What follows belongs to an exercise in optimizing a design on an open flow for small area; a production flow would make more cautious choices. The RTL was checked by simulation tests, not by an equivalence proof against the original design. Power figures rest on the tool's default switching activity, not on a simulated workload.

## run A
// shunt_correlator
module shunt_correlator (
    input  wire               clk,
    input  wire               rst,          
    input  wire               start,        
    input  wire        [3:0]  bin,          
    input  wire        [23:0] lead,         
    input  wire        [23:0] half,         
    input  wire               s_valid,
    input  wire signed [31:0] s_data,       
    output reg                done,
    output wire signed [63:0] a_i,
    output wire signed [63:0] a_q,
    output wire signed [63:0] b_i,
    output wire signed [63:0] b_q
);
    localparam integer AW = 61;    
    reg [AW-1:0] ci, cq, ai, aq;   
    localparam [1:0] R_LEAD = 2'd0, R_A = 2'd1, R_B = 2'd2;
    reg        running;
    reg [1:0]  rg;          
    reg [23:0] cnt;         
    reg [3:0]  k;
    reg [3:0]  step;        
    reg        m_acc, m_first, m_bfirst, m_last;
    wire take = running && s_valid && !start;
    wire cnt_z   = (cnt == 24'd0);
    wire adv     = cnt_z && (rg != R_B);
    wire adv_t   = adv && take;
    wire [1:0]  rg_n  = adv ? rg + 2'd1 : rg;
    wire [23:0] cnt_n;
    decr #(24) dec_c (.a(adv_t ? ai[23:0] : cnt), .en(take), .s(cnt_n));
    wire        last  = (rg_n == R_B) && (cnt_n == 24'd0);
    always @(posedge clk) begin
        if (rst) begin
            running <= 1'b0;
            step    <= 4'd0;
        end else if (start) begin
            running <= 1'b1;
            step    <= 4'd0;
        end else begin
  ...
export LEC_CHECK = 0
export ABC_AREA = 1
export CAP_MARGIN = 20
export CORE_MARGIN = 2
export CORE_UTILIZATION = 65
export PLACE_DENSITY = 0.75
export SLEW_MARGIN = 20
export SYNTH_MEMORY_MAX_BITS = 32768
create_clock -name core_clock -period 100.0 [get_ports {clk}]
standard.sh (not shown) runs the stock make flow with config.mk's settings and CLKGATE_MAP_FILE= SYNTH_SCRIPT=/design/flow/synth_recipe.tcl, a recipe that flattens the netlist after the stock synthesis.
==> flow/flow/run.sh <==
#!/bin/bash
# Standard ORFS layout (the standard.sh, standard synthesis unchanged), with
# floorplan, placement and CTS choices changed:
#  - after floorplan, buffers that ABC added are removed and every logic cell
#    is swapped for the smallest cell of its family (flow/downsize.tcl); the
#    standard repair steps afterwards fix any slew, capacitance or timing need;
#  - every input and output port still gets its own buffer, but a small
#    sky130_fd_sc_hd__buf_1 instead of the default delay-buffer cell;
#  - CTS uses clkbuf_16 in sink clusters of up to 26, without dummy loads.
# Each tool's full output goes to a log file in this folder.
set -euo pipefail
here=$(pwd)
export REMOVE_ABC_BUFFERS=1
export POST_FLOORPLAN_TCL="$here/flow/downsize.tcl"
export BUFFER_PORTS_ARGS="-buffer_cell sky130_fd_sc_hd__buf_1"
export CTS_ARGS="-sink_clustering_enable -repair_clock_nets -dont_use_dummy_load -buf_list sky130_fd_sc_hd__clkbuf_16 -sink_clustering_size 26 -sink_clustering_max_diameter 55"
bash standard.sh synth > synth.log 2>&1
bash standard.sh floorplan > floorplan.log 2>&1
bash standard.sh place > place.log 2>&1
bash standard.sh cts > cts.log 2>&1
bash standard.sh finish > finish.log 2>&1
==> flow/flow/downsize.tcl <==
# Swap every logic cell for the smallest-area cell of the same family
# (same function, e.g. nand2_2 -> nand2_1); later repair steps resize
# anything that then misses a slew, capacitance or timing limit.
set dont_use [split $::env(DONT_USE_CELLS)]
set n_swapped 0
set saved 0.0
foreach inst [get_cells *] {
  set cell [get_property $inst ref_name]
  if {![regexp {^(sky130_fd_sc_hd__[a-z0-9]+)_([0-9]+)$} $cell -> base n]} { continue }
  set lc [get_lib_cells -quiet */$cell]
  if {$lc eq ""} { continue }
  set best $cell
  set best_area [get_property $lc area]
  foreach cand [get_lib_cells */${base}_*] {
    set cname [get_name $cand]
    if {![regexp "^${base}_\[0-9\]+\$" $cname]} { continue }
    if {[lsearch -exact $dont_use $cname] >= 0} { continue }
    set a [get_property $cand area]
    if {$a < $best_area} { set best $cname; set best_area $a }
  }
  if {$best ne $cell} {
    set saved [expr {$saved + [get_property $lc area] - $best_area}]
    replace_cell $inst $best
    incr n_swapped
  }
}
puts "downsize: swapped $n_swapped cells, [format %.1f $saved] um2 less"
--- input diff run A..run B ---
==> flow/flow/run.sh <==
#!/bin/bash
# Standard ORFS layout (the standard.sh, standard synthesis unchanged), with
# placement and CTS choices changed:
#  - every input and output port still gets its own buffer, but a small
#    sky130_fd_sc_hd__buf_1 instead of the default delay-buffer cell;
#  - CTS uses smaller clock buffers, without dummy loads.
# Each tool's full output goes to a log file in this folder.
set -euo pipefail
export BUFFER_PORTS_ARGS="-buffer_cell sky130_fd_sc_hd__buf_1"
export CTS_ARGS="-sink_clustering_enable -repair_clock_nets -dont_use_dummy_load -buf_list sky130_fd_sc_hd__clkbuf_8 -sink_clustering_size 16 -sink_clustering_max_diameter 40"
bash standard.sh synth > synth.log 2>&1
bash standard.sh floorplan > floorplan.log 2>&1
bash standard.sh place > place.log 2>&1
bash standard.sh cts > cts.log 2>&1
bash standard.sh finish > finish.log 2>&1
--- a/flow/config.mk
+++ b/flow/config.mk
@@ -10,4 +10,4 @@
 export CORE_MARGIN = 2
-export CORE_UTILIZATION = 65
-export PLACE_DENSITY = 0.75
+export CORE_UTILIZATION = 40
+export PLACE_DENSITY = 0.6
 export SLEW_MARGIN = 20
removed: flow/flow/downsize.tcl
Results
Run B vs run A — via count dropped by a few percent
Run B against run A: core utilization decreased by 27 points relative to the old numbers; total power draw now sits higher.
Wire length of the first global-routing pass, run B vs run A: down by a few percent
Run B against run A: met2 usage moved down, final layout net count higher.
Slack of the critical path: run B vs run A down 0.11 ns
Diff run A -> run B | die width | increase of 27%
## Diff of input files: run C against run B
--- a/flow/flow/run.sh
+++ b/flow/flow/run.sh
@@ -9,3 +9,3 @@
 export BUFFER_PORTS_ARGS="-buffer_cell sky130_fd_sc_hd__buf_1"
-export CTS_ARGS="-sink_clustering_enable -repair_clock_nets -dont_use_dummy_load -buf_list sky130_fd_sc_hd__clkbuf_8 -sink_clustering_size 16 -sink_clustering_max_diameter 40"
+export CTS_ARGS="-sink_clustering_enable -repair_clock_nets -dont_use_dummy_load -buf_list "sky130_fd_sc_hd__clkbuf_4 sky130_fd_sc_hd__clkbuf_8""
 bash standard.sh synth > synth.log 2>&1
Results
In run C the wire length of the first global-routing pass turned out 820 microns higher than in run B. Run C vs. run B: setup slack of the critical path after layout increased by 0.17 ns relative to the old numbers, met2 wire length saw an increase, data required time of the worst path rose 0.16 ns, power consumed by the clock network went down by about 9%.
Setup changes, run C to run D
--- a/flow/flow/run.sh
+++ b/flow/flow/run.sh
@@ -5,3 +5,3 @@
 #    sky130_fd_sc_hd__buf_1 instead of the default delay-buffer cell;
-#  - CTS uses smaller clock buffers, without dummy loads.
+#  - CTS uses fewer clock buffers, without dummy loads.
 # Each tool's full output goes to a log file in this folder.
@@ -9,3 +9,3 @@
 export BUFFER_PORTS_ARGS="-buffer_cell sky130_fd_sc_hd__buf_1"
-export CTS_ARGS="-sink_clustering_enable -repair_clock_nets -dont_use_dummy_load -buf_list "sky130_fd_sc_hd__clkbuf_4 sky130_fd_sc_hd__clkbuf_8""
+export CTS_ARGS="-sink_clustering_enable -repair_clock_nets -dont_use_dummy_load -buf_list sky130_fd_sc_hd__clkbuf_16 -sink_clustering_size 26 -sink_clustering_max_diameter 55"
 bash standard.sh synth > synth.log 2>&1
--- a/flow/config.mk
+++ b/flow/config.mk
@@ -10,4 +10,4 @@
 export CORE_MARGIN = 2
-export CORE_UTILIZATION = 40
-export PLACE_DENSITY = 0.6
+export CORE_UTILIZATION = 65
+export PLACE_DENSITY = 0.75
 export SLEW_MARGIN = 20
Combinational fraction of design power sits higher in run D than in run C.
Post-route antenna net violation count: run D vs run C, no meaningful difference
Diff run C and run D: power density normalized to cell area higher in run D
Transition time at the pin with the least slew margin (run D over run C): decrease, 0.016 ns
Looking at relative area of clock buffers and inverters in the final design, run D sits 0.36 points below run C.
Routed wire length on met3, run C and run D: larger value in run C
On final area: run D sits below run C.
Inputs modified between run D and run E:
--- a/flow/flow/run.sh
+++ b/flow/flow/run.sh
@@ -9,3 +9,3 @@
 export BUFFER_PORTS_ARGS="-buffer_cell sky130_fd_sc_hd__buf_1"
-export CTS_ARGS="-sink_clustering_enable -repair_clock_nets -dont_use_dummy_load -buf_list sky130_fd_sc_hd__clkbuf_16 -sink_clustering_size 26 -sink_clustering_max_diameter 55"
+export CTS_ARGS="-sink_clustering_enable -repair_clock_nets -dont_use_dummy_load -buf_list sky130_fd_sc_hd__clkbuf_8 -sink_clustering_size 20 -sink_clustering_max_diameter 45"
 bash standard.sh synth > synth.log 2>&1
==> comparison <==
For the smallest setup slack after layout, run E came in 0.085 ns higher than run D did. Remaining design rule violation count of run D is on par with run E. The final cell count of run E and that of run D are within noise of each other. The lower number of nets in the finished design came out of run D. [compare] base=run D new=run E: relative contribution of combinational cells to total power increased 0.8 points; area after synthesis barely changed; combinational power did not really move; clock buffer count +33%.


Setup of tundra:
Another version of the RTL of shunt_correlator (not shown whole).
For scale: roughly 2,400 cells after synthesis, roughly 440 flip-flops, roughly 350 I/O pins, roughly 0.024 sq mm of cells after synthesis.
export LEC_CHECK = 0
export ABC_AREA = 1
export CAP_MARGIN = 20
export CORE_MARGIN = 2
export CORE_UTILIZATION = 40
export PLACE_DENSITY = 0.6
export SLEW_MARGIN = 20
export SYNTH_MEMORY_MAX_BITS = 32768
create_clock -name core_clock -period 100.0 [get_ports {clk}]
==> flow/flow/run.sh <==
#!/bin/bash
# Standard ORFS layout (the standard.sh, standard synthesis unchanged), with
# two placement/CTS choices changed:
#  - every input and output port still gets its own buffer, but a small
#    sky130_fd_sc_hd__buf_1 instead of the default delay-buffer cell;
#  - CTS does not add dummy loads.
# Each tool's full output goes to a log file in this folder.
set -euo pipefail
export BUFFER_PORTS_ARGS="-buffer_cell sky130_fd_sc_hd__buf_1"
export CTS_ARGS="-sink_clustering_enable -repair_clock_nets -dont_use_dummy_load"
bash standard.sh synth > synth.log 2>&1
bash standard.sh floorplan > floorplan.log 2>&1
bash standard.sh place > place.log 2>&1
bash standard.sh cts > cts.log 2>&1
bash standard.sh finish > finish.log 2>&1
Both conditions hold for tundra: the flow ran to the end and the final layout passed the timing, design-rule and antenna checks.
diff inputs: tundra => lagoon
==> flow/run.sh (new file) <==
#!/bin/bash
# synth_recipe.tcl (not shown) runs the flow's synth.tcl, then flattens the netlist and writes it again
# the make line also repeats each setting of config.mk as NAME=value (left out here)
make -C /OpenROAD-flow-scripts/flow DESIGN_CONFIG=/design/flow/config.mk WORK_HOME=/design/flow/orfs CLKGATE_MAP_FILE= SYNTH_SCRIPT=/design/flow/synth_recipe.tcl finish
removed: flow/flow/run.sh
removed: flow/standard.sh
--- outcome ---
From tundra to lagoon the numbers moved as follows: worst setup slack shrank by 0.039 ns, fraction of power consumed by the clock network grew by 4.7 points, cell count grew by 1.3%, ratio of total power to cell area shrank by about 1.6%. | final layout net count | tundra vs lagoon | ≈ equal |. In lagoon the fraction of area in multi-input gates turned out 3.5 points lower than in tundra. Mean number of vias per cell: lagoon vs tundra — no meaningful difference. On number of vias after detailed routing, tundra beats lagoon. Against tundra, lagoon reports a number of global-route vias before repair that is higher. The area of the multi-input gates on lagoon is in line with that on tundra. Going from tundra to lagoon, the final cell area excluding filler cells was found to have gone up by 9.8%.

==> re-timing with driven ports <==
In the flow no input, the clock included, has a driving cell. The finished layouts below were timed again as built, in two steps. Step 1: set_driving_cell puts a clkbuf_16 on clk and a buf_2 on each other input, an assumption about the parent block. Step 2 moves the port delays by t, midway between the first and last clock arrival at a register: inputs arrive t later, outputs are due t later. That takes back most of the time a late clock gives input paths. Slacks: no drivers / after step 1 / after step 2; pairs: no drivers / after step 1.
| run | shift t [ns] | setup WS [ns] | worst setup path after step 2 | worst slew at a driven data input, ns |
|---|---|---|---|---|
| run A | 0.625 | 67.643 / 67.676 / 67.051 | input to register | 0.08 |
| run B | 0.653 | 67.529 / 67.565 / 66.912 | input to register | 0.11 |
| run C | 0.853 | 67.698 / 67.732 / 66.879 | input to register | 0.11 |
| run D | 0.613 | 68.123 / 68.131 / 67.518 | input to register | 0.10 |
| run E | 0.631 | 68.208 / 68.215 / 67.584 | input to register | 0.08 |
| tundra | 0.617 | 69.892 / 69.892 / 69.892 | register to register | 0.08 |
| lagoon | 0.643 | 69.853 / 69.853 / 69.853 | register to register | 0.11 |
After both steps setup and hold are still met in every run listed. The setup slack of run C, which loses most, moves by +0.034 ns with the drivers and by -0.819 ns with both steps.
